Source: an optimization exercise on an open RTL-to-GDS flow (aim: small area, a short achievable clock period and few clock cycles). Production flows keep margins and buffers that such runs may drop.
Where RTL was checked, it was by simulation tests only, not by an equivalence proof against the original.
Only the layout flow was run in run 3; the RTL was not checked for function there.
No activity file was given, so power comes from the tool's default toggle rates.

## flow/flow/run.sh

```bash
#!/bin/bash
set -euo pipefail
export SETUP_SLACK_MARGIN=6.5
bash standard.sh > flow_make.log 2>&1
```

## flow/standard.sh

```bash
#!/bin/bash
# synth_recipe.tcl (not shown) runs the flow's synth.tcl, then flattens the netlist and writes it again
# the make line also repeats each setting of config.mk as NAME=value (left out here)
make -C /OpenROAD-flow-scripts/flow DESIGN_CONFIG=/design/flow/config.mk WORK_HOME=/design/flow/orfs CLKGATE_MAP_FILE= SYNTH_SCRIPT=/design/flow/synth_recipe.tcl "${@:-finish}"
```

## flow/config.mk

```make
export PLATFORM = sky130hd
export DESIGN_NAME = hyb_encoder
export DESIGN_NICKNAME = hyb_encoder
export VERILOG_FILES = /design/flow/design.v
export SDC_FILE = /design/flow/constraint.sdc
export NUM_CORES = 4
export LEC_CHECK = 0
export CAP_MARGIN = 20
export CORE_MARGIN = 2
export CORE_UTILIZATION = 40
export SLEW_MARGIN = 20
```

## flow/constraint.sdc

```tcl
create_clock -name core_clock -period 10.0 [get_ports {clk}]
set_input_delay 2.0000 -clock core_clock [delete_from_list [all_inputs] [get_ports {clk}]]
set_output_delay 2.0000 -clock core_clock [all_outputs]
set_load 0.01 [all_outputs]
```

## flow/design.v

```verilog
module hyb_encoder (
    input  wire        clk,
    input  wire        rst,
    input  wire [19:0] cfg_knee0,        
    input  wire [19:0] cfg_knee1,        
    input  wire [19:0] cfg_knee2,        
    input  wire [2:0]  cfg_log2_s,       
    input  wire [25:0] cfg_period_ns,    
    input  wire [4:0]  cfg_width,        
    input  wire        cfg_dither_en,    
    input  wire        cfg_colour_rot,   
    input  wire [1:0]  cfg_fc,           
    input  wire        in_valid,
    output reg         in_ready,
    input  wire [19:0] in_p,
    input  wire [3:0]  in_trim,          
    input  wire [1:0]  in_colour,
    input  wire        in_x0,            
    input  wire        in_y0,            
    output reg         out_valid,
    output reg  [7:0]  out_a,
    output reg  [16:0] out_h,
    output reg  [9:0]  lad_addr,         
    input  wire [19:0] lad_rdata
);
    localparam [2:0] S_EMPTY = 3'd0,     
                     S_FIRST = 3'd1,     
                     S_P     = 3'd2,     
                     S_N     = 3'd3,     
                     S_F     = 3'd4,     
                     S_DONE  = 3'd5;     
    wire [2:0] k_req = (cfg_log2_s == 3'd7) ? 3'd6 : cfg_log2_s;
    reg  [2:0] k_use;
    integer jx;
    always @(*) begin
        k_use = 3'd0;
        for (jx = 1; jx <= 6; jx = jx + 1)
            if (jx <= k_req && {6'd0, cfg_period_ns} >= (32'd130208 << jx))
                k_use = jx[2:0];
    end
    reg [2:0] k_r;            
    always @(posedge clk) k_r <= k_use;
    reg [19:0] kc_raw;
    always @(*) begin
        case (t_col)
            2'd0:    kc_raw = cfg_knee0;
            2'd1:    kc_raw = cfg_knee1;
            default: kc_raw = cfg_knee2;
        endcase
    end
    wire [17:0] kc_t = (kc_raw < 20'h01000) ? 18'h01000 :
                       (kc_raw > 20'h30000) ? 18'h30000 : kc_raw[17:0];
    reg [1:0] m_dith;
    always @(*) begin
        case ({t_y0, t_x0})
            2'b00:   m_dith = 2'd0;
            2'b01:   m_dith = 2'd2;
            2'b10:   m_dith = 2'd3;
            default: m_dith = 2'd1;
        endcase
    end
    wire [1:0] cr     = cfg_colour_rot ? t_col : 2'd0;
    wire [1:0] phi_t  = cfg_dither_en ? (m_dith + cfg_fc + cr) : 2'd0;
    wire [4:0] width  = (cfg_width > 5'd16) ? 5'd16 : cfg_width;
    wire [6:0] wphi   = width * phi_t;
    wire [3:0] d_t    = wphi[5:2];                           
    wire [1:0] c_t    = cfg_dither_en ? phi_t : 2'd2;        
    reg ph;           
    reg acc_turn;     
    reg out_turn;     
    reg [2:0]  t_st;
    reg        t_live;        
    reg [19:0] t_p;
    reg [17:0] t_k;           
    reg [3:0]  t_trim;
    reg        t_x0, t_y0;
    reg [3:0]  t_d;           
    reg [1:0]  t_c;           
    reg [1:0]  t_col;
    reg [7:0]  t_m;           
    reg [2:0]  t_b;
    reg [7:0]  t_j;           
    reg [7:0]  t_nmin;
    reg [7:0]  t_nhi;
    reg [19:0] t_lpa;         
    reg        t_lv;
    reg [2:0]  d_st;
    reg        d_live;
    reg [19:0] d_p;
    reg [17:0] d_k;           
    reg [3:0]  d_trim;
    reg [3:0]  d_d;
    reg [1:0]  d_c;
    reg [1:0]  d_col;
    reg [7:0]  d_m;
    reg [2:0]  d_b;
    reg [7:0]  d_nmin;        
    reg [7:0]  d_nhi0;
    reg [7:0]  d_nmin1;       
    reg [7:0]  d_nhi;
    reg [19:0] d_lpa;
    reg        d_lv;
    reg [3:0]  d_c1;          
    reg [3:0]  d_c2;          
    reg [1:0]  d_c3;          
    reg [1:0]  d_c4;          
    wire [7:0]  t_mask   = (8'd1 << t_b) - 8'd1;
    wire [7:0]  t_bit    = 8'd1 << t_b;
    wire [7:0]  t_probe  = t_m | t_mask;
    wire [7:0]  t_above  = t_m | t_bit;            
    wire        t_isp    = (t_st == S_P);
    wire [7:0]  t_lo1    = t_isp ? t_above : (t_j + 8'd1);
    wire [7:0]  t_hi0    = t_isp ? t_probe : t_j;
    wire [7:0]  t_nmin1  = (t_lo1 > t_nmin) ? t_lo1 : t_nmin;
    wire [7:0]  t_nhi0   = (t_hi0 < t_nhi) ? t_hi0 : t_nhi;
    wire [9:0]  t_pd0  = {2'b0, t_m} - {6'd0, t_d};           
    wire [9:0]  t_pd1  = {2'b0, t_m | 8'd1} - {6'd0, t_d};    
    wire [7:0]  t_top  = ~{4'd0, t_d};                        
    wire        t_m255  = (t_m == 8'd255);
    wire        t_m254  = (t_m == 8'd254);
    wire        nhi_le  = !t_pd0[9] && ({2'b0, t_nhi}  <= t_pd0);
    wire        hi0_le  = !t_pd0[9] && ({2'b0, t_hi0}  <= t_pd0);
    wire        nmin_gt = t_pd0[9]  || ({2'b0, t_nmin} >  t_pd0);
    wire        lo1_gt  = t_pd0[9]  || ({2'b0, t_lo1}  >  t_pd0);
    wire        nhi_e1  = ({2'b0, t_nhi}  == t_pd1);
    wire        hi0_e1  = ({2'b0, t_hi0}  == t_pd1);
    wire        nmin_e1 = ({2'b0, t_nmin} == t_pd1);
    wire        lo1_e1  = ({2'b0, t_lo1}  == t_pd1);
    wire [3:0] c1, c2;
    wire [1:0] c3, c4;
    assign c1[0] = t_m255 || nhi_le || hi0_le;
    assign c1[1] = t_m255 || nhi_le;
    assign c1[2] = t_isp ? (t_m254 || nhi_le || hi0_le || nhi_e1 || hi0_e1) : c1[0];
    assign c1[3] = t_isp ? (t_m254 || nhi_le || nhi_e1) : c1[1];
    assign c2[0] = nmin_gt;
    assign c2[1] = nmin_gt || lo1_gt;
    assign c2[2] = t_isp ? (nmin_gt && !nmin_e1) : c2[0];
    assign c2[3] = t_isp ? ((nmin_gt && !nmin_e1) || (lo1_gt && !lo1_e1)) : c2[1];
    assign c3[0] = (t_nmin >= t_top);
    assign c3[1] = (t_nmin >= t_top) || (t_lo1 >= t_top);
    assign c4[0] = (t_nmin == t_nhi) || (t_nmin == t_hi0);
    assign c4[1] = (t_nmin == t_nhi) || (t_lo1 == t_nhi);
    wire        id        = ph;
    wire        d_isfirst = (d_st == S_FIRST);
    wire        d_isempty = (d_st == S_EMPTY);
    wire        ltp       = lad_rdata < d_p;
    wire        ltk       = lad_rdata < {2'b0, d_k};
    wire [7:0]  d_bit    = 8'd1 << d_b;
    wire [7:0]  d_mask1  = ((8'd1 << d_b) - 8'd1) >> 1;    
    wire [8:0]  d_x0     = {1'b0, d_nmin}  + (d_c4[0] ? {5'd0, d_d} : {1'b0, d_nhi0});
    wire [8:0]  d_x1     = {1'b0, d_nmin1} + (d_c4[1] ? {5'd0, d_d} : {1'b0, d_nhi});
    wire [7:0]  d_y0     = d_c4[0] ? d_x0[7:0] : d_x0[8:1];
    wire [7:0]  d_y1     = d_c4[1] ? d_x1[7:0] : d_x1[8:1];
    wire        bneg0 = d_trim[1];
    wire        bone0 = d_trim[0];
    wire        btwo0 = d_trim[1] & ~d_trim[0];
    wire        bneg1 = d_trim[3] & ~(d_trim[2] & d_trim[1]);
    wire        bone1 = d_trim[2] ^ d_trim[1];
    wire        btwo1 = (d_trim[3] & ~d_trim[2] & ~d_trim[1]) | (~d_trim[3] & d_trim[2] & d_trim[1]);
    wire [19:0] bm0   = ({20{bone0}} & {2'b0, d_k}) | ({20{btwo0}} & {1'b0, d_k, 1'b0});
    wire [19:0] bm1   = ({20{bone1}} & {2'b0, d_k}) | ({20{btwo1}} & {1'b0, d_k, 1'b0});
    wire [22:0] kx    = {d_k, 3'b0, bneg0 & bneg1, bneg0 ^ bneg1};
    wire [22:0] ky    = bneg0 ? ~{3'b0, bm0} : {3'b0, bm0};
    wire [22:0] kz    = bneg1 ? ~{1'b0, bm1, 2'b0} : {1'b0, bm1, 2'b0};
    wire [22:0] ks    = kx ^ ky ^ kz;
    wire [22:0] kcy   = {(kx[21:0] & ky[21:0]) | (kx[21:0] & kz[21:0]) | (ky[21:0] & kz[21:0]), 1'b0};
    wire [22:0] k32   = ks + kcy;
    wire dfree0, dfree1;
    wire can_hand = id ? dfree1 : dfree0;
    wire p_zero   = (d_p == 20'd0);
    wire take_ok  = in_valid && (acc_turn == id);     
    localparam integer NW = 1 + 1 + 3 + 8 + 3 + 8 + 8 + 8 + 1 + 1 + 8;
    function [NW-1:0] dstep;
        input tp;
        input tk;
        reg [7:0] m1, pa, nmin1, nhi1, y, addr, j1, nn, nh;
        reg [2:0] st, b1;
        reg       lv1, lsel, dec, hand, nw;
        begin
            nmin1 = tk ? d_nmin1 : d_nmin;
            nhi1  = tk ? d_nhi   : d_nhi0;
            y     = tk ? d_y1 : d_y0;
            dec   = 1'b0;
            hand  = 1'b0;
            nw    = 1'b0;
            st    = S_EMPTY;
            m1    = d_m;
            pa    = d_m;
            b1    = d_b;
            j1    = 8'd0;
            nn    = d_nmin;
            nh    = d_nhi;
            lv1   = d_lv;
            lsel  = 1'b0;
            addr  = 8'd0;
            case (d_st)
                S_EMPTY: begin
                    if (in_ready && in_valid) begin
                        nw   = 1'b1;
                        st   = S_FIRST;
                        addr = 8'd127;
                    end
                end
                S_FIRST: begin
                    m1   = tp ? 8'd128 : 8'd0;
                    b1   = 3'd6;
                    nn   = 8'd0;
                    nh   = 8'd255;
                    lv1  = !tp;
                    lsel = !tp;
                    addr = m1 | 8'd63;
                    if (d_live && !in_valid)
                        st = S_EMPTY;
                    else if (p_zero) begin
                        hand = 1'b1;
                        st   = S_DONE;
                        m1   = 8'd0;
                    end else
                        st = S_P;
                end
                S_P: begin
                    m1   = tp ? (d_m | d_bit) : d_m;
                    lv1  = d_lv | !tp;
                    lsel = !tp;
                    nn   = nmin1;
                    nh   = nhi1;
                    if (d_b != 3'd0) begin
                        st   = S_P;
                        b1   = d_b - 3'd1;
                        addr = m1 | d_mask1;
                    end else begin
                        dec = 1'b1;
                        pa  = m1;
                    end
                end
                S_N: begin
                    dec = 1'b1;
                    nn  = nmin1;
                    nh  = nhi1;
                end
                S_F: begin
                    hand = 1'b1;
                    st   = S_DONE;
                    lsel = 1'b1;
                end
                S_DONE: begin
                    hand = 1'b1;
                    st   = S_DONE;
                end
                default: ;
            endcase
            if (dec) begin
                if (d_c1[{tp, tk}]) begin
                    m1 = pa;
                    if (lv1)
                        hand = 1'b1;
                    addr = pa;
                    st   = lv1 ? S_DONE : S_F;
                end else if (d_c2[{tp, tk}] && d_c3[tk]) begin
                    m1   = 8'd255;
                    addr = 8'd255;
                    st   = S_F;
                end else if (d_c2[{tp, tk}] && d_c4[tk]) begin
                    m1   = y;
                    addr = y;
                    st   = S_F;
                end else begin
                    m1   = pa;
                    j1   = y;
                    addr = y;
                    st   = S_N;
                end
            end
            if (hand && can_hand) begin
                st = S_EMPTY;
                if (take_ok && !d_isfirst) begin
                    nw   = 1'b1;
                    st   = S_FIRST;
                    addr = 8'd127;
                end
            end
            dstep = {hand, nw, st, m1, b1, j1, nn, nh, lv1, lsel, addr};
        end
    endfunction
    wire [NW-1:0] nx00 = dstep(1'b0, 1'b0);
    wire [NW-1:0] nx01 = dstep(1'b0, 1'b1);
    wire [NW-1:0] nx10 = dstep(1'b1, 1'b0);
    wire [NW-1:0] nx11 = dstep(1'b1, 1'b1);
    wire [NW-1:0] nx   = ltp ? (ltk ? nx11 : nx10) : (ltk ? nx01 : nx00);
    wire       n_hand = nx[NW-1];
    wire       n_new  = nx[NW-2];
    wire [2:0] n_st   = nx[NW-3 -: 3];
    wire [7:0] n_m    = nx[NW-6 -: 8];
    wire [2:0] n_b    = nx[NW-14 -: 3];
    wire [7:0] n_j    = nx[NW-17 -: 8];
    wire [7:0] n_nmin = nx[NW-25 -: 8];
    wire [7:0] n_nhi  = nx[NW-33 -: 8];
    wire       n_lv   = nx[9];
    wire       n_lsel = nx[8];
    wire [7:0] n_addr = nx[7:0];
    wire [19:0] n_lpa   = n_lsel ? lad_rdata : d_lpa;
    wire        handoff = n_hand && can_hand;
    wire        accept  = in_ready && in_valid;
    wire        h_zero = p_zero;
    wire [19:0] h_p    = h_zero ? 20'd0 : d_p;
    wire [19:0] h_l    = h_zero ? 20'hFFFFF : n_lpa;
    wire [7:0]  h_a    = h_zero ? 8'd0 : n_m;
    wire [4:0]  h_cnt  = h_zero ? 5'd1 : (5'd13 + {2'd0, k_r});
    reg  [1:0]  dv_busy;
    reg  [1:0]  dv_rdy;
    reg  [1:0]  dv_init;
    reg  [9:0]  dv_cnt;
    reg  [39:0] dv_rem;
    reg  [39:0] dv_l;
    reg  [39:0] dv_q;
    reg  [15:0] dv_a;
    reg  [3:0]  dv_c;
    assign dfree0 = !dv_busy[0] && (!dv_rdy[0] || out_turn == 1'b0);
    assign dfree1 = !dv_busy[1] && (!dv_rdy[1] || out_turn == 1'b1);
    wire        o_rdy = dv_rdy[out_turn];
    wire [19:0] o_q   = out_turn ? dv_q[39:20] : dv_q[19:0];
    wire [7:0]  o_a   = out_turn ? dv_a[15:8]  : dv_a[7:0];
    wire [1:0]  o_c   = out_turn ? dv_c[3:2]   : dv_c[1:0];
    wire [19:0] o_sum = o_q + {17'd0, o_c, 1'b1};
    genvar g;
    generate
        for (g = 0; g < 2; g = g + 1) begin : dv
            wire [19:0] rem  = dv_rem[g*20 +: 20];
            wire [19:0] q    = dv_q[g*20 +: 20];
            wire [21:0] sub  = {1'b0, rem, 1'b0} - {2'b0, dv_l[g*20 +: 20]};
            wire        qb   = !sub[21];
            wire        wr   = (id == g) && (g == 0 ? dfree0 : dfree1);
            wire        last = dv_busy[g] && (dv_cnt[g*5 +: 5] == 5'd1);
            always @(posedge clk) begin
                if (wr) begin
                    dv_cnt[g*5 +: 5]   <= h_cnt;
                    dv_init[g]         <= 1'b1;
                    dv_rem[g*20 +: 20] <= h_p;
                    dv_l[g*20 +: 20]   <= h_l;
                    dv_a[g*8 +: 8]     <= h_a;
                    dv_c[g*2 +: 2]     <= d_c;
                end else if (dv_busy[g]) begin
                    dv_cnt[g*5 +: 5]   <= dv_cnt[g*5 +: 5] - 5'd1;
                    dv_init[g]         <= 1'b0;
                    dv_rem[g*20 +: 20] <= qb ? sub[19:0] : {rem[18:0], 1'b0};
                    dv_q[g*20 +: 20]   <= {dv_init[g] ? 19'd0 : q[18:0], qb};
                end
                if (rst)
                    dv_busy[g] <= 1'b0;
                else if (wr)
                    dv_busy[g] <= handoff;
                else if (last)
                    dv_busy[g] <= 1'b0;
                if (rst)
                    dv_rdy[g] <= 1'b0;
                else if (last)
                    dv_rdy[g] <= 1'b1;
                else if (out_turn == g)
                    dv_rdy[g] <= 1'b0;
            end
        end
    endgenerate
    always @(posedge clk) begin
        d_st    <= t_st;
        d_live  <= t_live;
        d_p     <= t_p;
        d_k     <= t_k;
        d_d     <= t_d;
        d_c     <= t_c;
        d_col   <= t_col;
        d_m     <= t_m;
        d_b     <= t_b;
        d_nmin  <= t_nmin;
        d_nhi0  <= t_nhi0;
        d_nmin1 <= t_nmin1;
        d_nhi   <= t_nhi;
        d_lpa   <= t_lpa;
        d_lv    <= t_lv;
        d_c1    <= c1;
        d_c2    <= c2;
        d_c3    <= c3;
        d_c4    <= c4;
        d_trim  <= t_trim;
        if (t_st == S_FIRST) begin
            d_k   <= kc_t;
            d_d   <= d_t;
            d_c   <= c_t;
        end
        t_st   <= n_st;
        t_live <= n_new && !d_isempty;
        t_trim <= in_trim;
        t_x0   <= in_x0;
        t_y0   <= in_y0;
        t_d    <= d_d;
        t_c    <= d_c;
        t_m    <= n_m;
        t_b    <= n_b;
        t_j    <= n_j;
        t_nmin <= n_nmin;
        t_nhi  <= n_nhi;
        t_lpa  <= n_lpa;
        t_lv   <= n_lv;
        t_p      <= n_new ? in_p : d_p;
        t_col    <= n_new ? in_colour : d_col;
        t_k      <= d_isfirst ? k32[22:5] : d_k;
        lad_addr <= {n_new ? in_colour : d_col, n_addr};
        out_valid <= o_rdy;
        out_a     <= o_a;
        out_h     <= o_sum[19:3];
        if (o_rdy) out_turn <= ~out_turn;
        ph <= ~ph;
        if (accept) acc_turn <= ~acc_turn;
        in_ready <= (t_st == S_FIRST) ? t_live
                  : (t_st == S_EMPTY) && ((acc_turn ^ accept) != ph);
        if (rst) begin
            t_st      <= S_EMPTY;
            d_st      <= S_EMPTY;
            ph        <= 1'b0;
            acc_turn  <= 1'b0;
            out_turn  <= 1'b0;
            out_valid <= 1'b0;
            in_ready  <= 1'b0;
        end
    end
endmodule
```

==> reports/qor.txt, run 1 <==
result of the run = complete, no violations
power spent charging and discharging nets = 5620 uW
worst path required time = 10.47 ns
half-perimeter wire length of the detailed placement result = 58500 um
number of nets in the layout = 3487
largest net degree at the start of global routing = 63
FMAX = 236 MHz
total clock sinks = 439
drt wl/cell = 21.4 um
floorplan die width = 263 um
Cell Int Power = 7320 uW
buffer levels on the longest clock path = 3
TritonCTS clock tree = built
Post-synth EDFFs = 150
normalized max-slew margin = 0.174
min Tclk post-route = 4.23 ns
setup TNS after final layout = 0 ns
relative contribution of combinational cells to total power = 0.608
DR vias/cell = 5.76
setup violators final = 0
layout-stage area growth over the synthesis result = 31.4%
global-route wire length before repair = 130000 um
IR drop worst, VDD = 139 uV
hold-fix buffer count after cts = 0
remaining routing DRC violations = 0
critical path class = input port to register
GRT overflow = 0
share of power burned in registers = 0.242
part of the power in the clock network = 0.150
post-route clock skew = 0.0257 ns
critical path cell sequence = buf_8 -> ha_4 -> a21o_1 -> a21o_1 -> a221oi_2 -> a211o_1 -> buf_6 -> o211ai_4 -> buf_12 -> and3_4 -> a311oi_4 -> buf_6 -> buf_8 -> buf_12 -> mux2_4
Tot GR Track Use = 0.236
share of the core filled with cells = 0.533
synthesized instance count = 2837
Worst Max-Slew Pin Slew = 1.24 ns
total of fill cells in the finished design = 5708
largest fanout on the critical path = 6
cell at the root of the clock tree = sky130_fd_sc_hd__clkbuf_16
Detail Route Antenna Nets = 0
row count = 94
max-cap viol count = 0
reported leakage power = 0.0142 uW
pins over their slew limit = 0
total via count in the routed design = 23200
Mapped Area = 0.0268 mm^2
category of the worst setup path launch point = input port
drt first-iter violations = 1699
post-synthesis area per instance = 9.44 um^2
count of endpoints failing hold in the final timing report = 0
worst slack at placement = 3.82 ns
slowest stage cell on the critical path = sky130_fd_sc_hd__mux2_4
slowest cell delay on critical path = 0.30 ns
Starting Density = 0.406
DIE HEIGHT = 263 um
worst skew pair latency = 0.61 ns
post-synthesis sequential element count = 439
GP Congestion = 0.950
detailed-router iteration count before antenna repair = 7
post-synthesis async set-or-reset flop share = 0
sum of routed wire length over all layers = 86200 um
endpoint kind of the worst setup timing path = register
data arrival time at the worst-slack endpoint = 4.71 ns
area of the placeable core = 0.0660 mm^2
Most used DFF post-synth = sky130_fd_sc_hd__dfxtp_1
number of global-route vias before repair = 22900
count of H-tree levels built during CTS = 2
most common cell after layout, fill and taps aside = sky130_fd_sc_hd__dfxtp_1
unrepaired setup endpoints after global routing = true
worst hold path class = register to register
final period utilization = 0.423
share of the yosys chip area belonging to registers = 0.384
clock edge transition at the registers on the reported setup and hold paths = 0.07 ns
Yosys warning count = 1
switch share = 0.434
number of placed I/O pins = 186
Die Area = 0.0690 mm^2
power density over the cells = 368 mW/mm^2
Synthesized Nets = 3206
number of antenna violations at the first check in global routing = 2
most frequent cells in the layout = sky130_fd_sc_hd__dfxtp_1, sky130_fd_sc_hd__nand2_1, sky130_fd_sc_hd__nor2_1
final worst setup slack = 5.77 ns
count of buffers from port buffering = 179
fraction of final layout cells sized beyond drive strength 1 = 0.229
CTS buffer count = 48
library cells used by synthesis = 107
-- registers in the layout, summed over array words and instances, names as in the netlist, 9 cells and up --
name	flops
t_p	20
d_lpa	20
dv_rem	40
dv_q	40
dv_cnt	10
t_k	18
t_lpa	20
lad_addr	9
dv_l	40
d_p	20
d_k	18
dv_a	16
out_h	17
-- cells by family after synthesis --
family | after synthesis | synth area share
flops | 439 | 0.384
mux | 151 | 0.0641
buf+inv | 292 | 0.0451
xor+xnor | 180 | 0.0589
simple gates | 804 | 0.148
fa+ha+maj | 221 | 0.110
compound gates | 750 | 0.189
-- cell usage after synthesis (30+ instances only) --
cell type	number	share of area
sky130_fd_sc_hd__dfxtp_1	289	0.22
sky130_fd_sc_hd__nand2_1	232	0.033
sky130_fd_sc_hd__nor2_1	203	0.028
sky130_fd_sc_hd__ha_1	195	0.091
sky130_fd_sc_hd__a21oi_1	179	0.033
sky130_fd_sc_hd__inv_1	153	0.021
sky130_fd_sc_hd__edfxtp_1	150	0.17
sky130_fd_sc_hd__o21ai_0	134	0.025
sky130_fd_sc_hd__nor2b_1	91	0.021
sky130_fd_sc_hd__xnor2_1	91	0.030
sky130_fd_sc_hd__xor2_1	89	0.029
sky130_fd_sc_hd__clkbuf_1	87	0.012
sky130_fd_sc_hd__mux2i_1	67	0.025
sky130_fd_sc_hd__mux2_2	56	0.024
sky130_fd_sc_hd__o21a_1	49	0.014
sky130_fd_sc_hd__nand2b_1	48	0.011
sky130_fd_sc_hd__nor3_1	47	0.0088
sky130_fd_sc_hd__a31oi_1	41	0.0096
sky130_fd_sc_hd__a21o_1	38	0.011
sky130_fd_sc_hd__nand3_1	35	0.0065
sky130_fd_sc_hd__o221ai_1	34	0.011
sky130_fd_sc_hd__o22ai_1	34	0.0079
sky130_fd_sc_hd__nand4_1	30	0.0070
-- timing repair --
action | in CTS | in global routing
endpoints found under the hold margin | 0 | 0
gates resized for setup | 394 | 207
pin swaps | 109 | 97
gates cloned | 14 | 6
setup buffers | 101 | 41
setup endpoints to repair | 211 | 211
-- final cells by class --
cell class | instances | area [um^2] | area share
diodes | 1 | 2.50 | 0.0000711
clock buffers | 60 | 1380 | 0.0393
clock inverters | 29 | 390 | 0.0111
inverters | 156 | 598 | 0.0170
multi-input cells | 2111 | 17500 | 0.496
flip-flops and latches | 439 | 10300 | 0.293
well taps | 864 | 1080 | 0.0307
repair buffers | 362 | 3960 | 0.113
-- path summary, 6_finish.rpt --
path | from | to | slack (ns) | cells past startpoint
hold reg to reg | t_lpa[13] | d_lpa[13] | 0.32 | 0
hold / removal | t_lpa[13] | d_lpa[13] | 0.32 | 0
setup / recovery | lad_rdata[9] | lad_addr[9] | 5.77 | 15
setup reg to reg | d_trim[1] | t_k[16] | 6.19 | 13
-- critical path, delay by kind of cell --
kind,cells,cell delay [ns]
AO/OA/AOI/OAI,6,1.14
buffers and inverters,6,0.85
multiplexers,1,0.30
adder cells (fa/ha/maj),1,0.21
AND/OR/NAND/NOR,1,0.19
-- metrics by stage --
step	hold slack, ns	power, uW	instances	cell area (um^2)
after CTS	0.321	12200	3973	33900
after detailed placement	0.312	9190	3769	29600
after floorplan	0.310	7460	2837	27300
after global routing	0.329	13700	4022	35200
final	0.323	12900	4022	35200
after global placement	0.310	9010	3769	29600
-- power by group through the flow --
stage                     Sequential [uW]  Clock (uW)  Combinational (uW)
after floorplan                      2820           0                4640
after global placement               3110           0                5910
after detailed placement             3110           0                6070
after CTS                            3100        1980                7160
after global routing                 3190        2050                8450
final                                3130        1950                7860
-- metal layers --
| layer | global-route usage | share of wire | routed length, um | vias to the layer above |
|---|---|---|---|---|
| met2 | 0.386 | 0.47 | 40300 | 824 |
| li1 | - | - | - | 10800 |
| met1 | 0.310 | 0.43 | 37300 | 11300 |
| met4 | 0.108 | 0.043 | 3730 | 0 |
| met3 | 0.0299 | 0.056 | 4870 | 228 |
| met5 | 0 | 0 | 0 | - |
Testbench counts, summed over its fixed seeds: cycles 42,441.
==> run 2: changes to the inputs <==
==> flow/run.sh (new file) <==
#!/bin/bash
# synth_recipe.tcl (not shown) runs the flow's synth.tcl, then flattens the netlist and writes it again
# the make line also repeats each setting of config.mk as NAME=value (left out here)
make -C /OpenROAD-flow-scripts/flow DESIGN_CONFIG=/design/flow/config.mk WORK_HOME=/design/flow/orfs CLKGATE_MAP_FILE= SYNTH_SCRIPT=/design/flow/synth_recipe.tcl finish
--- a/flow/config.mk
+++ b/flow/config.mk
@@ -9,3 +9,4 @@
 export CORE_MARGIN = 2
 export CORE_UTILIZATION = 40
+export SETUP_SLACK_MARGIN = 5
 export SLEW_MARGIN = 20
removed: flow/flow/run.sh
removed: flow/standard.sh
==> run 2 against run 1 <==
Sequential cell count stayed put. Utilization shrank 6.0 points. Global-route usage shrank 1.5 points. Routed wire length down 8.2%. Fmax is 13% lower. Total power down 14%. Highest routed layer unchanged. Area after synthesis stayed put. Non-clock buffer count decreased by 143. Critical path depth down 2. Still clean. Via count fell by 4.8%. Sequential power shrank 2%. Cell count fell by 3.6%.
==> reports/qor.txt, run 2 <==
result of the run = complete, no violations (unchanged)
detailed route wirelength on metal2 = 36600 um (was 40300 um)
highest routed metal layer = met4 (unchanged)
Worst R2R Setup Slack = 5.35 ns (was 6.19 ns)
remaining routing DRC violations = 0 (unchanged)
worst skew pair latency = 0.61 ns (about the same)
total of fill cells in the finished design = 6081 (was 5708)
adder-cell share of the synthesized area = 0.110 (unchanged)
top cell types by occurrence after synthesis = sky130_fd_sc_hd__dfxtp_1, sky130_fd_sc_hd__nand2_1, sky130_fd_sc_hd__nor2_1 (unchanged)
area fraction of the dominant cell type after synthesis = 0.216 (unchanged)
buffer levels on the longest clock path = 3 (unchanged)
half-perimeter wire length of the detailed placement result = 58000 um (was 58500 um)
row count = 94 (unchanged)
post-synthesis mux area share = 0.0641 (unchanged)
number of global-route vias before repair = 21500 (was 22900)
count of buffers from port buffering = 179 (unchanged)
GP Congestion = 0.950 (about the same)
power density over the cells = 357 mW/mm^2 (was 368 mW/mm^2)
data arrival time at the worst-slack endpoint = 5.38 ns (was 4.71 ns)
IR drop worst, VDD = 233 uV (was 139 uV)
largest fanout on the critical path = 23 (was 6)
number of stages on the worst hold path = 0 (unchanged)
total via count in the routed design = 22000 (was 23200)
worst path required time = 10.50 ns (was 10.47 ns)
number of antenna violations at the first check in global routing = 2 (unchanged)
sum of routed wire length over all layers = 79100 um (was 86200 um)
setup TNS after final layout = 0 ns (unchanged)
GRT overflow = 0 (unchanged)
FMAX = 205 MHz (was 236 MHz)
synthesized instance count = 2837 (unchanged)
clock edge transition at the registers on the reported setup and hold paths = 0.06 ns (was 0.07 ns)
Tot GR Track Use = 0.221 (was 0.236)
fraction of final layout cells sized beyond drive strength 1 = 0.0909 (was 0.229)
top cell type by total area after synthesis = sky130_fd_sc_hd__dfxtp_1 (unchanged)
largest net degree at the start of global routing = 63 (unchanged)
Most used DFF post-synth = sky130_fd_sc_hd__dfxtp_1 (unchanged)
largest registers = dv_l x40, dv_q x40, dv_rem x40 (unchanged)
pins over their slew limit = 0 (unchanged)
TritonCTS clock tree = built (unchanged)
library cells used by synthesis = 107 (unchanged)
area fraction in compound gates after synthesis = 0.189 (unchanged)
share of the yosys chip area belonging to registers = 0.384 (unchanged)
drt first-iter violations = 2031 (was 1699)
Yosys warning count = 1 (unchanged)
hold-fix buffer count after cts = 0 (unchanged)
number of cell instances on the worst register-to-register path = 14 (was 13)
min Tclk post-route = 4.88 ns (was 4.23 ns)
CTS buffer count = 50 (was 48)
final worst setup slack = 5.12 ns (was 5.77 ns)
cell types with the largest area share after synthesis = sky130_fd_sc_hd__dfxtp_1, sky130_fd_sc_hd__edfxtp_1, sky130_fd_sc_hd__ha_1 (unchanged)
most used standard cell by instance count after synthesis = sky130_fd_sc_hd__dfxtp_1 (unchanged)
worst hold path class = register to register (unchanged)
count of endpoints failing hold in the final timing report = 0 (unchanged)
drt wl/cell = 20.4 um (was 21.4 um)
setup violators final = 0 (unchanged)
worst hold-check slack = 0.325 ns (was 0.323 ns)
most frequent cells in the layout = sky130_fd_sc_hd__dfxtp_1, sky130_fd_sc_hd__nand2_1, sky130_fd_sc_hd__nor2_1 (unchanged)
count of H-tree levels built during CTS = 2 (unchanged)
global-route wire length before repair = 122000 um (was 130000 um)
total clock sinks = 439 (unchanged)
normalized max-slew margin = 0.230 (was 0.174)
post-synthesis async set-or-reset flop share = 0 (unchanged)
launch instance of the worst min-delay path = t_lpa[18] (was t_lpa[13])
total length of routed met3 wires = 4600 um (was 4870 um)
number of nets in the layout = 3341 (was 3487)
post-synthesis sequential element count = 439 (unchanged)
post-synthesis share of cell area spent on and, or, nand and nor gates = 0.148 (unchanged)
reported leakage power = 0.0125 uW (was 0.0142 uW)
Total Power = 11200 uW (was 12900 uW)
endpoint kind of the worst setup timing path = register (unchanged)
reg-to-reg startpoint = d_trim[1] (unchanged)
Detail Route Antenna Nets = 0 (unchanged)
final period utilization = 0.488 (was 0.423)
worst hold path endpoint = d_lpa[18] (was d_lpa[13])
slowest stage cell on the critical path = sky130_fd_sc_hd__clkdlybuf4s50_1 (was sky130_fd_sc_hd__mux2_4)
critical path class = input port to register (unchanged)
most common cell after layout, fill and taps aside = sky130_fd_sc_hd__dfxtp_1 (unchanged)
critical path cell sequence = clkdlybuf4s50_1 -> ha_1 -> and3_1 -> a2111oi_2 -> a21oi_1 -> o21ai_2 -> buf_12 -> o21ai_4 -> and3_4 -> a311oi_4 -> buf_12 -> clkbuf_16 -> mux2_2 (was buf_8 -> ha_4 -> a21o_1 -> a21o_1 -> a221oi_2 -> a211o_1 -> buf_6 -> o211ai_4 -> buf_12 -> and3_4 -> a311oi_4 -> buf_6 -> buf_8 -> buf_12 -> mux2_4)
category of the worst setup path launch point = input port (unchanged)
main combinational cell family by area after synthesis = compound AO/OA/AOI/OAI gates (unchanged)
detailed-router iteration count before antenna repair = 5 (was 7)
DR vias/cell = 5.69 (was 5.76)
xor and xnor area share after synthesis = 0.0589 (unchanged)
number of placed I/O pins = 186 (unchanged)
max-cap viol count = 0 (unchanged)
cell at the root of the clock tree = sky130_fd_sc_hd__clkbuf_16 (unchanged)
Die Area = 0.0690 mm^2 (unchanged)
Synthesized Nets = 3206 (unchanged)
wire length on met1 = 35100 um (was 37300 um)
unrepaired setup endpoints after global routing = true (unchanged)
post-route clock skew = 0.0188 ns (was 0.0257 ns)
DIE HEIGHT = 263 um (unchanged)
Worst Max-Slew Pin Slew = 1.16 ns (was 1.24 ns)
Mapped Area = 0.0268 mm^2 (unchanged)
area of the placeable core = 0.0660 mm^2 (unchanged)
Post-synth EDFFs = 150 (unchanged)
worst slack at placement = 3.91 ns (was 3.82 ns)
floorplan die width = 263 um (unchanged)
capture point of the worst reg-to-reg path = t_k[16] (unchanged)
slowest cell delay on critical path = 0.51 ns (was 0.30 ns)
post-synthesis area per instance = 9.44 um^2 (unchanged)
Starting Density = 0.406 (unchanged)
layout-stage area growth over the synthesis result = 16.7% (was 31.4%)
most frequent cell on the critical path = sky130_fd_sc_hd__buf_12
-- run 2: changes by cell type in the layout (fill, tap and decap cells not counted), moves of 42 or more --
cell	change
sky130_fd_sc_hd__buf_4	-60
sky130_fd_sc_hd__buf_6	-59
sky130_fd_sc_hd__a21oi_1	+50
sky130_fd_sc_hd__clkdlybuf4s50_1	+46
sky130_fd_sc_hd__a21oi_2	-42
sky130_fd_sc_hd__o21ai_0	+42
-- run 2: logic make-up (layout without fill, tap and decap cells) --
kind of cell | after synthesis | after routing
AND/OR/NAND/NOR | 804 | 804
AO/OA/AOI/OAI | 750 | 750
flip-flops | 439 | 439
buffers and inverters | 292 | 468
adder cells (fa/ha/maj) | 221 | 221
XOR/XNOR | 180 | 180
multiplexers | 151 | 151
other | 0 | 1
-- run 2: worst max-delay path by stage --
stage / startpoint / to / slack, ns
floorplan: cfg_fc[0] / d_d[2] / 5.49
global placement: lad_rdata[17] / lad_addr[9] / 3.93
detailed placement: lad_rdata[17] / lad_addr[9] / 3.91
CTS: lad_rdata[17] / lad_addr[9] / 5.03
global route: lad_rdata[5] / lad_addr[9] / 4.98
finish: lad_rdata[5] / t_p[19] / 5.12
-- run 2: worst max-delay path, delay by kind of cell --
kind | cells | cell delay, ns
AO/OA/AOI/OAI | 5 | 1.13
buffers and inverters | 4 | 1.10
AND/OR/NAND/NOR | 2 | 0.42
adder cells (fa/ha/maj) | 1 | 0.36
multiplexers | 1 | 0.34
-- run 2: final cells by class --
cell class              instances  area, um^2  share of cell area
well taps                     864        1080              0.0346
repair buffers                219        2220              0.0711
clock buffers                  71        1490              0.0476
inverters                     156         591              0.0189
multi-input cells            2106       15300               0.491
diodes                          1        2.50           0.0000801
clock inverters                22         234             0.00749
flip-flops and latches        439       10300               0.329
-- run 2: where the power goes --
group / switching (uW) / internal (uW) / total (uW)
combinational: 3570 / 2620 / 6190
clock: 776 / 1120 / 1900
sequential: 563 / 2510 / 3080
-- run 2: what timing repair did --
action | 4_1_cts | 5_1_grt
cloned | 1 | 2
setup buffers | 1 | 2
endpoints found under the hold margin | 0 | 0
pin swaps | 1 | 1
gates resized for setup | 13 | 12
endpoints found under the setup margin | 64 | 67
-- run 2: stage by stage --
stage               cell area (um^2)  instances  utilization
floorplan                      26800       2837            -
global placement               29300       3778        0.444
detailed placement             29300       3778        0.444
CTS                            31100       3873        0.472
global route                   31300       3877        0.474
finish                         31300       3878        0.474
-- run 2: metal layers --
layer | vias to the layer above | track usage
met4 | 0 | 0.0808
met5 | - | 0
met1 | 10600 | 0.294
met2 | 745 | 0.365
met3 | 152 | 0.0300
li1 | 10600 | -
==> run 3: changes to the inputs <==
--- a/flow/design.v
+++ b/flow/design.v
@@ -39,31 +39,15 @@
                 k_use = jx[2:0];
     end
-    reg [2:0] k_r;            
-    always @(posedge clk) k_r <= k_use;
-    reg [19:0] kc_raw;
-    always @(*) begin
-        case (t_col)
-            2'd0:    kc_raw = cfg_knee0;
-            2'd1:    kc_raw = cfg_knee1;
-            default: kc_raw = cfg_knee2;
-        endcase
-    end
-    wire [17:0] kc_t = (kc_raw < 20'h01000) ? 18'h01000 :
-                       (kc_raw > 20'h30000) ? 18'h30000 : kc_raw[17:0];
-    reg [1:0] m_dith;
-    always @(*) begin
-        case ({t_y0, t_x0})
-            2'b00:   m_dith = 2'd0;
-            2'b01:   m_dith = 2'd2;
-            2'b10:   m_dith = 2'd3;
-            default: m_dith = 2'd1;
-        endcase
+    reg [2:0] k_r;
+    reg [4:0] width_r;
+    reg [1:0] fc_r;
+    reg       rot_r, dith_r;
+    always @(posedge clk) begin
+        k_r     <= k_use;
+        width_r <= (cfg_width > 5'd16) ? 5'd16 : cfg_width;
+        fc_r    <= cfg_fc;
+        rot_r   <= cfg_colour_rot;
+        dith_r  <= cfg_dither_en;
     end
-    wire [1:0] cr     = cfg_colour_rot ? t_col : 2'd0;
-    wire [1:0] phi_t  = cfg_dither_en ? (m_dith + cfg_fc + cr) : 2'd0;
-    wire [4:0] width  = (cfg_width > 5'd16) ? 5'd16 : cfg_width;
-    wire [6:0] wphi   = width * phi_t;
-    wire [3:0] d_t    = wphi[5:2];                           
-    wire [1:0] c_t    = cfg_dither_en ? phi_t : 2'd2;        
     reg ph;           
     reg acc_turn;     
@@ -71,11 +55,11 @@
     reg [2:0]  t_st;
     reg        t_live;        
+    reg        t_hand;        
     reg [19:0] t_p;
     reg [17:0] t_k;           
-    reg [3:0]  t_trim;
-    reg        t_x0, t_y0;
     reg [3:0]  t_d;           
     reg [1:0]  t_c;           
     reg [1:0]  t_col;
+    reg [9:0]  t_pd;          
     reg [7:0]  t_m;           
     reg [2:0]  t_b;
@@ -85,4 +69,8 @@
     reg [19:0] t_lpa;         
     reg        t_lv;
+    reg [19:0] t_inp;
+    reg [3:0]  t_trim;
+    reg [1:0]  t_incol;
+    reg        t_x0, t_y0;
     reg [2:0]  d_st;
     reg        d_live;
@@ -93,4 +81,5 @@
     reg [1:0]  d_c;
     reg [1:0]  d_col;
+    reg [9:0]  d_pd;
     reg [7:0]  d_m;
     reg [2:0]  d_b;
@@ -105,22 +94,48 @@
     reg [1:0]  d_c3;          
     reg [1:0]  d_c4;          
+    wire        t_isp    = (t_st == S_P);
+    wire        t_isfirst = (t_st == S_FIRST);
+    reg [19:0] kc_raw;
+    always @(*) begin
+        case (t_incol)
+            2'd0:    kc_raw = cfg_knee0;
+            2'd1:    kc_raw = cfg_knee1;
+            default: kc_raw = cfg_knee2;
+        endcase
+    end
+    wire [17:0] kc_t = (kc_raw < 20'h01000) ? 18'h01000 :
+                       (kc_raw > 20'h30000) ? 18'h30000 : kc_raw[17:0];
+    reg [1:0] m_dith;
+    always @(*) begin
+        case ({t_y0, t_x0})
+            2'b00:   m_dith = 2'd0;
+            2'b01:   m_dith = 2'd2;
+            2'b10:   m_dith = 2'd3;
+            default: m_dith = 2'd1;
+        endcase
+    end
+    wire [1:0] cr    = rot_r ? t_incol : 2'd0;
+    wire [1:0] phi_t = dith_r ? (m_dith + fc_r + cr) : 2'd0;
+    wire [6:0] wphi  = width_r * phi_t;
+    wire [3:0] d_t   = wphi[5:2];                           
+    wire [1:0] c_t   = dith_r ? phi_t : 2'd2;               
+    wire        t_newk = t_isp && (t_b == 3'd6);
+    wire [17:0] k_add  = t_k + t_inp[17:0] + {17'd0, t_inp[18]};
     wire [7:0]  t_mask   = (8'd1 << t_b) - 8'd1;
     wire [7:0]  t_bit    = 8'd1 << t_b;
     wire [7:0]  t_probe  = t_m | t_mask;
     wire [7:0]  t_above  = t_m | t_bit;            
-    wire        t_isp    = (t_st == S_P);
     wire [7:0]  t_lo1    = t_isp ? t_above : (t_j + 8'd1);
     wire [7:0]  t_hi0    = t_isp ? t_probe : t_j;
     wire [7:0]  t_nmin1  = (t_lo1 > t_nmin) ? t_lo1 : t_nmin;
     wire [7:0]  t_nhi0   = (t_hi0 < t_nhi) ? t_hi0 : t_nhi;
-    wire [9:0]  t_pd0  = {2'b0, t_m} - {6'd0, t_d};           
-    wire [9:0]  t_pd1  = {2'b0, t_m | 8'd1} - {6'd0, t_d};    
-    wire [7:0]  t_top  = ~{4'd0, t_d};                        
+    wire [9:0]  t_pd1  = t_pd + 10'd1;                      
+    wire [7:0]  t_top  = ~{4'd0, t_d};                      
     wire        t_m255  = (t_m == 8'd255);
     wire        t_m254  = (t_m == 8'd254);
-    wire        nhi_le  = !t_pd0[9] && ({2'b0, t_nhi}  <= t_pd0);
-    wire        hi0_le  = !t_pd0[9] && ({2'b0, t_hi0}  <= t_pd0);
-    wire        nmin_gt = t_pd0[9]  || ({2'b0, t_nmin} >  t_pd0);
-    wire        lo1_gt  = t_pd0[9]  || ({2'b0, t_lo1}  >  t_pd0);
+    wire        nhi_le  = !t_pd[9] && ({2'b0, t_nhi}  <= t_pd);
+    wire        hi0_le  = !t_pd[9] && ({2'b0, t_hi0}  <= t_pd);
+    wire        nmin_gt = t_pd[9]  || ({2'b0, t_nmin} >  t_pd);
+    wire        lo1_gt  = t_pd[9]  || ({2'b0, t_lo1}  >  t_pd);
     wire        nhi_e1  = ({2'b0, t_nhi}  == t_pd1);
     wire        hi0_e1  = ({2'b0, t_hi0}  == t_pd1);
@@ -152,4 +167,7 @@
     wire [7:0]  d_y0     = d_c4[0] ? d_x0[7:0] : d_x0[8:1];
     wire [7:0]  d_y1     = d_c4[1] ? d_x1[7:0] : d_x1[8:1];
+    wire [9:0]  d_pdb    = d_pd + {2'b0, d_bit};
+    wire [9:0]  d_pd0f   = 10'd0   - {6'd0, d_d};           
+    wire [9:0]  d_pd1f   = 10'd128 - {6'd0, d_d};           
     wire        bneg0 = d_trim[1];
     wire        bone0 = d_trim[0];
@@ -165,14 +183,15 @@
     wire [22:0] ks    = kx ^ ky ^ kz;
     wire [22:0] kcy   = {(kx[21:0] & ky[21:0]) | (kx[21:0] & kz[21:0]) | (ky[21:0] & kz[21:0]), 1'b0};
-    wire [22:0] k32   = ks + kcy;
+    wire [5:0]  klow  = {1'b0, ks[4:0]} + {1'b0, kcy[4:0]};
     wire dfree0, dfree1;
     wire can_hand = id ? dfree1 : dfree0;
     wire p_zero   = (d_p == 20'd0);
     wire take_ok  = in_valid && (acc_turn == id);     
-    localparam integer NW = 1 + 1 + 3 + 8 + 3 + 8 + 8 + 8 + 1 + 1 + 8;
+    localparam integer NW = 1 + 1 + 3 + 10 + 8 + 3 + 8 + 8 + 8 + 1 + 1 + 8;
     function [NW-1:0] dstep;
         input tp;
         input tk;
         reg [7:0] m1, pa, nmin1, nhi1, y, addr, j1, nn, nh;
+        reg [9:0] pd1;
         reg [2:0] st, b1;
         reg       lv1, lsel, dec, hand, nw;
@@ -185,4 +204,5 @@
             nw    = 1'b0;
             st    = S_EMPTY;
+            pd1   = d_pd;
             m1    = d_m;
             pa    = d_m;
@@ -204,4 +224,5 @@
                 S_FIRST: begin
                     m1   = tp ? 8'd128 : 8'd0;
+                    pd1  = tp ? d_pd1f : d_pd0f;
                     b1   = 3'd6;
                     nn   = 8'd0;
@@ -221,4 +242,5 @@
                 S_P: begin
                     m1   = tp ? (d_m | d_bit) : d_m;
+                    pd1  = tp ? d_pdb : d_pd;
                     lv1  = d_lv | !tp;
                     lsel = !tp;
@@ -252,7 +274,6 @@
             if (dec) begin
                 if (d_c1[{tp, tk}]) begin
-                    m1 = pa;
-                    if (lv1)
-                        hand = 1'b1;
+                    m1   = pa;
+                    hand = lv1;
                     addr = pa;
                     st   = lv1 ? S_DONE : S_F;
@@ -280,5 +301,5 @@
                 end
             end
-            dstep = {hand, nw, st, m1, b1, j1, nn, nh, lv1, lsel, addr};
+            dstep = {hand, nw, st, pd1, m1, b1, j1, nn, nh, lv1, lsel, addr};
         end
     endfunction
@@ -291,9 +312,10 @@
     wire       n_new  = nx[NW-2];
     wire [2:0] n_st   = nx[NW-3 -: 3];
-    wire [7:0] n_m    = nx[NW-6 -: 8];
-    wire [2:0] n_b    = nx[NW-14 -: 3];
-    wire [7:0] n_j    = nx[NW-17 -: 8];
-    wire [7:0] n_nmin = nx[NW-25 -: 8];
-    wire [7:0] n_nhi  = nx[NW-33 -: 8];
+    wire [9:0] n_pd   = nx[NW-6 -: 10];
+    wire [7:0] n_m    = nx[NW-16 -: 8];
+    wire [2:0] n_b    = nx[NW-24 -: 3];
+    wire [7:0] n_j    = nx[NW-27 -: 8];
+    wire [7:0] n_nmin = nx[NW-35 -: 8];
+    wire [7:0] n_nhi  = nx[NW-43 -: 8];
     wire       n_lv   = nx[9];
     wire       n_lsel = nx[8];
@@ -302,8 +324,8 @@
     wire        handoff = n_hand && can_hand;
     wire        accept  = in_ready && in_valid;
-    wire        h_zero = p_zero;
-    wire [19:0] h_p    = h_zero ? 20'd0 : d_p;
-    wire [19:0] h_l    = h_zero ? 20'hFFFFF : n_lpa;
-    wire [7:0]  h_a    = h_zero ? 8'd0 : n_m;
+    wire        tid    = ~ph;                     
+    wire        h_zero = (t_p == 20'd0);
+    wire [19:0] h_l    = h_zero ? 20'hFFFFF : t_lpa;
+    wire [7:0]  h_a    = h_zero ? 8'd0 : t_m;
     wire [4:0]  h_cnt  = h_zero ? 5'd1 : (5'd13 + {2'd0, k_r});
     reg  [1:0]  dv_busy;
@@ -330,14 +352,14 @@
             wire [21:0] sub  = {1'b0, rem, 1'b0} - {2'b0, dv_l[g*20 +: 20]};
             wire        qb   = !sub[21];
-            wire        wr   = (id == g) && (g == 0 ? dfree0 : dfree1);
+            wire        ld   = t_hand && (tid == g);
             wire        last = dv_busy[g] && (dv_cnt[g*5 +: 5] == 5'd1);
             always @(posedge clk) begin
-                if (wr) begin
+                if (ld) begin
                     dv_cnt[g*5 +: 5]   <= h_cnt;
                     dv_init[g]         <= 1'b1;
-                    dv_rem[g*20 +: 20] <= h_p;
+                    dv_rem[g*20 +: 20] <= t_p;
                     dv_l[g*20 +: 20]   <= h_l;
                     dv_a[g*8 +: 8]     <= h_a;
-                    dv_c[g*2 +: 2]     <= d_c;
+                    dv_c[g*2 +: 2]     <= t_c;
                 end else if (dv_busy[g]) begin
                     dv_cnt[g*5 +: 5]   <= dv_cnt[g*5 +: 5] - 5'd1;
@@ -348,6 +370,6 @@
                 if (rst)
                     dv_busy[g] <= 1'b0;
-                else if (wr)
-                    dv_busy[g] <= handoff;
+                else if (ld)
+                    dv_busy[g] <= 1'b1;
                 else if (last)
                     dv_busy[g] <= 1'b0;
@@ -364,9 +386,11 @@
         d_st    <= t_st;
         d_live  <= t_live;
-        d_p     <= t_p;
-        d_k     <= t_k;
-        d_d     <= t_d;
-        d_c     <= t_c;
-        d_col   <= t_col;
+        d_p     <= t_isfirst ? t_inp : t_p;
+        d_col   <= t_isfirst ? t_incol : t_col;
+        d_k     <= t_isfirst ? kc_t : (t_newk ? k_add : t_k);
+        d_trim  <= t_trim;
+        d_d     <= t_isfirst ? d_t : t_d;
+        d_c     <= t_isfirst ? c_t : t_c;
+        d_pd    <= t_pd;
         d_m     <= t_m;
         d_b     <= t_b;
@@ -381,17 +405,12 @@
         d_c3    <= c3;
         d_c4    <= c4;
-        d_trim  <= t_trim;
-        if (t_st == S_FIRST) begin
-            d_k   <= kc_t;
-            d_d   <= d_t;
-            d_c   <= c_t;
-        end
         t_st   <= n_st;
         t_live <= n_new && !d_isempty;
-        t_trim <= in_trim;
-        t_x0   <= in_x0;
-        t_y0   <= in_y0;
+        t_hand <= handoff;
+        t_p    <= d_p;
         t_d    <= d_d;
         t_c    <= d_c;
+        t_col  <= d_col;
+        t_pd   <= n_pd;
         t_m    <= n_m;
         t_b    <= n_b;
@@ -401,7 +420,10 @@
         t_lpa  <= n_lpa;
         t_lv   <= n_lv;
-        t_p      <= n_new ? in_p : d_p;
-        t_col    <= n_new ? in_colour : d_col;
-        t_k      <= d_isfirst ? k32[22:5] : d_k;
+        t_k    <= d_isfirst ? ks[22:5] : d_k;
+        t_inp  <= d_isfirst ? {1'b0, klow[5], kcy[22:5]} : in_p;
+        t_trim  <= in_trim;
+        t_incol <= in_colour;
+        t_x0    <= in_x0;
+        t_y0    <= in_y0;
         lad_addr <= {n_new ? in_colour : d_col, n_addr};
         out_valid <= o_rdy;
@@ -416,4 +438,5 @@
             t_st      <= S_EMPTY;
             d_st      <= S_EMPTY;
+            t_hand    <= 1'b0;
             ph        <= 1'b0;
             acc_turn  <= 1'b0;
==> run 3 against run 2 <==
Still clean. Combinational power fell by 46%. Sequential cell count up 54. Area after synthesis rose by 5.7%. Critical path depth shrank 1. Critical path type unchanged. Highest routed layer is now met5.
==> reports/qor.txt, run 3 <==
worst skew pair latency = 0.61 ns (about the same)
synthesized instance count = 3118 (was 2837)
result of the run = complete, no violations (unchanged)
area fraction of the dominant cell type after synthesis = 0.243 (was 0.216)
number of placed I/O pins = 186 (unchanged)
DIE HEIGHT = 270 um (was 263 um)
number of standard cells in the layout, taps in and fillers out = 4238 (was 3878)
top cell type by total area after synthesis = sky130_fd_sc_hd__dfxtp_1 (unchanged)
Placed Cells = 4135 (was 3778)
drt wl/cell = 18.8 um (was 20.4 um)
half-perimeter wire length of the detailed placement result = 59200 um (was 58000 um)
global-route wire length before repair = 126000 um (was 122000 um)
total inserted antenna cells = 0 (was 1)
share of the yosys chip area belonging to registers = 0.402 (was 0.384)
row count = 97 (was 94)
post-route clock skew = 0.0143 ns (was 0.0188 ns)
post-synthesis area per instance = 9.08 um^2 (was 9.44 um^2)
endpoint kind of the worst setup timing path = register (unchanged)
GRT overflow = 0 (unchanged)
category of the worst setup path launch point = input port (unchanged)
min Tclk post-route = 4.89 ns (was 4.88 ns)
drt first-iter violations = 1763 (was 2031)
FMAX = 204 MHz (was 205 MHz)
number of nets in the layout = 3628 (was 3341)
cell at the root of the clock tree = sky130_fd_sc_hd__clkbuf_16 (unchanged)
number of global-route vias before repair = 21800 (was 21500)
top cell types by occurrence after synthesis = sky130_fd_sc_hd__dfxtp_1, sky130_fd_sc_hd__nand2_1, sky130_fd_sc_hd__nor2_1 (unchanged)
largest fanout on the critical path = 32 (was 23)
final period utilization = 0.489 (was 0.488)
most frequent cells in the layout = sky130_fd_sc_hd__dfxtp_1, sky130_fd_sc_hd__nand2_1, sky130_fd_sc_hd__nor2_1 (unchanged)
count of H-tree levels built during CTS = 2 (unchanged)
largest registers = dv_l x40, dv_q x40, dv_rem x40 (unchanged)
data arrival time at the worst-slack endpoint = 5.36 ns (was 5.38 ns)
floorplan die width = 270 um (was 263 um)
CTS buffer count = 54 (was 50)
share of the core filled with cells = 0.471 (was 0.474)
adder-cell share of the synthesized area = 0.107 (was 0.110)
clock edge transition at the registers on the reported setup and hold paths = 0.06 ns (about the same)
Synthesized Nets = 3493 (was 3206)
buffer levels on the longest clock path = 3 (unchanged)
number of antenna violations at the first check in global routing = 1 (was 2)
xor and xnor area share after synthesis = 0.0569 (was 0.0589)
area of the placeable core = 0.0700 mm^2 (was 0.0660 mm^2)
Die Area = 0.0729 mm^2 (was 0.0690 mm^2)
TritonCTS clock tree = built (unchanged)
reported leakage power = 0.0134 uW (was 0.0125 uW)
storage element area = 0.0114 mm^2 (was 0.0103 mm^2)
detailed-router iteration count before antenna repair = 6 (was 5)
most common cell after layout, fill and taps aside = sky130_fd_sc_hd__dfxtp_1 (unchanged)
number of cell instances on the worst register-to-register path = 12 (was 14)
critical path class = input port to register (unchanged)
most used standard cell by instance count after synthesis = sky130_fd_sc_hd__dfxtp_1 (unchanged)
hold-fix buffer count after cts = 0 (unchanged)
total of fill cells in the finished design = 6755 (was 6081)
post-synthesis async set-or-reset flop share = 0 (unchanged)
remaining routing DRC violations = 0 (unchanged)
largest net degree at the start of global routing = 63 (unchanged)
post-synthesis sequential element count = 493 (was 439)
cell types with the largest area share after synthesis = sky130_fd_sc_hd__dfxtp_1, sky130_fd_sc_hd__edfxtp_1, sky130_fd_sc_hd__ha_1 (unchanged)
area fraction in compound gates after synthesis = 0.180 (was 0.189)
total clock sinks = 493 (was 439)
Yosys warning count = 1 (unchanged)
Mapped Area = 0.0283 mm^2 (was 0.0268 mm^2)
GP Congestion = 0.919 (was 0.950)
sum of routed wire length over all layers = 79800 um (was 79100 um)
Worst R2R Setup Slack = 5.82 ns (was 5.35 ns)
worst path required time = 10.47 ns (was 10.50 ns)
post-synthesis share of cell area spent on and, or, nand and nor gates = 0.161 (was 0.148)
library cells used by synthesis = 86 (was 107)
worst hold path class = register to register (unchanged)
Post-synth EDFFs = 150 (unchanged)
Most used DFF post-synth = sky130_fd_sc_hd__dfxtp_1 (unchanged)
IR drop worst, VDD = 124 uV (was 233 uV)
total via count in the routed design = 23100 (was 22000)
reg-to-reg startpoint = d_c4[1] (was d_trim[1])
setup violators final = 0 (unchanged)
post-synthesis mux area share = 0.0490 (was 0.0641)
Detail Route Antenna Nets = 0 (unchanged)
setup TNS after final layout = 0 ns (unchanged)
destination of the critical timing path = t_st[1] (was t_p[19])
count of endpoints failing hold in the final timing report = 0 (unchanged)
Worst Max-Slew Pin Slew = 1.19 ns (was 1.16 ns)
main combinational cell family by area after synthesis = compound AO/OA/AOI/OAI gates (unchanged)
Tot GR Track Use = 0.215 (was 0.221)
DR vias/cell = 5.45 (was 5.69)
count of buffers from port buffering = 179 (unchanged)
unrepaired setup endpoints after global routing = false (was true)
max-cap viol count = 0 (unchanged)
pins over their slew limit = 0 (unchanged)
Starting Density = 0.404 (was 0.406)
Critical Path Start = lad_rdata[8] (was lad_rdata[5])
normalized max-slew margin = 0.199 (was 0.230)
power density over the cells = 264 mW/mm^2 (was 357 mW/mm^2)
capture point of the worst reg-to-reg path = lad_addr[6] (was t_k[16])
layout-stage area growth over the synthesis result = 16.6% (was 16.7%)
fraction of final layout cells sized beyond drive strength 1 = 0.0752 (was 0.0909)
footprint of the multi-input gates = 0.0157 mm^2 (was 0.0153 mm^2)
[run 3: cell count changes in the layout (fill, tap and decap cells not counted), sizes merged, moves of 17 or more]
| cell | change |
|---|---|
| a21oi | +40 |
| dfxtp | +54 |
| inv | +32 |
| mux2 | -22 |
| nand2 | +84 |
| nand3 | +33 |
| nor2 | +40 |
| o21a | -19 |
| o21ai | +17 |
| o221ai | -18 |
| or2 | +22 |
| xnor2 | +36 |
| xor2 | -32 |
[run 3: critical path: stages]
cell and delay [ns]:
sky130_fd_sc_hd__clkdlybuf4s50_1 0.51, sky130_fd_sc_hd__ha_1 0.36, sky130_fd_sc_hd__and3_1 0.19, sky130_fd_sc_hd__a221oi_1 0.32
sky130_fd_sc_hd__o21ai_2 0.17, sky130_fd_sc_hd__a211oi_4 0.43, sky130_fd_sc_hd__nor2_2 0.07, sky130_fd_sc_hd__buf_4 0.26
sky130_fd_sc_hd__mux2_2 0.32, sky130_fd_sc_hd__nor3b_1 0.24, sky130_fd_sc_hd__nor3_1 0.10, sky130_fd_sc_hd__a2111oi_1 0.39
[run 3: cell type report]
cell class | count | share of cell area
timing repair buffer | 217 | 0.0631
clock inverter | 23 | 0.00910
tap | 940 | 0.0356
multi-input combinational | 2297 | 0.477
inverter | 190 | 0.0216
sequential | 493 | 0.345
clock buffer | 78 | 0.0490
[run 3: cells by family after synthesis]
| family | count (synthesis) |
|---|---|
| DFF | 493 |
| AOI/OAI and AO/OA | 789 |
| xor gates and xnor gates | 184 |
| muxes | 131 |
| and+or+nand+nor | 967 |
| adders and majority gates | 226 |
| buffers and inverters | 328 |
[run 3: routing by layer]
metal,part of all wire,GRT usage,vias up,wire (um)
li1,-,-,11400,-
met1,0.48,0.314,10800,38300
met2,0.43,0.336,803,34600
met3,0.064,0.0286,119,5100
met4,0.022,0.0504,2,1790
met5,0.00020,0,-,16
[run 3: power breakdown]
part	switching, uW	total, uW	internal (uW)
clock	838	2120	1280
sequential	574	3240	2660
combinational	1920	3340	1420
total	3330	8700	5370
[run 3: how the worst min path moves through the flow]
stage / startpoint / endpoint / slack [ns] / cells past startpoint
2_1_floorplan: t_lv / d_lv / 0.31 / 0
6_report: t_trim[3] / d_trim[3] / 0.33 / 0
3_5_place_dp: t_lv / d_lv / 0.31 / 0
3_3_place_gp: d_c[0] / t_c[0] / 0.31 / 0
4_1_cts: t_trim[0] / d_trim[0] / 0.33 / 0
5_1_grt: d_c[0] / t_c[0] / 0.33 / 0
[run 3: what timing repair did]
item | in CTS | in global routing
endpoints found under the setup margin | 0 | 27
buffers inserted | 0 | 2
hold endpoints to repair | 0 | 0
gates resized for setup | 0 | 5
[run 3: per-stage QoR]
stage	area (um^2)	total power [uW]	setup slack, ns	hold WS, ns
floorplan	28300	5470	5.59	0.310
global placement	31000	6510	4.40	0.310
detailed placement	31000	6530	4.36	0.314
CTS	32900	8690	5.00	0.329
global route	33000	9270	5.01	0.331
finish	33000	8700	5.11	0.326

[afterwards: timing with drivers on the ports]
The flow's constraints put no driver on any port. The routed layouts listed below were extracted and timed again, unchanged, in two steps.
Step 1 assumes that a clkbuf_16 drives the clock port and a buf_2 every other input.
Step 2 moves the port delays by t, midway between the first and last clock arrival at a register: inputs arrive t later, outputs are due t later. That takes back most of the time a late clock gives input paths.
Slacks: ideal ports / drivers / drivers and shift; pairs: ideal ports / drivers.
run | t (ns) | slack for setup (ns) | worst hold slack (ns) | worst slew at a driven data input, ns
run 1 | 0.658 | 5.768 / 5.760 / 5.102 | 0.323 / 0.323 / 0.323 | 0.12
run 2 | 0.655 | 5.119 / 5.132 / 4.476 | 0.325 / 0.325 / 0.325 | 0.09
run 3 | 0.663 | 5.105 / 5.149 / 4.486 | 0.326 / 0.326 / 0.326 | 0.09
After both steps setup and hold are still met in every run listed. For run 1, which loses most, drivers alone change the setup slack by -0.008 ns; drivers and shift together by -0.666 ns.
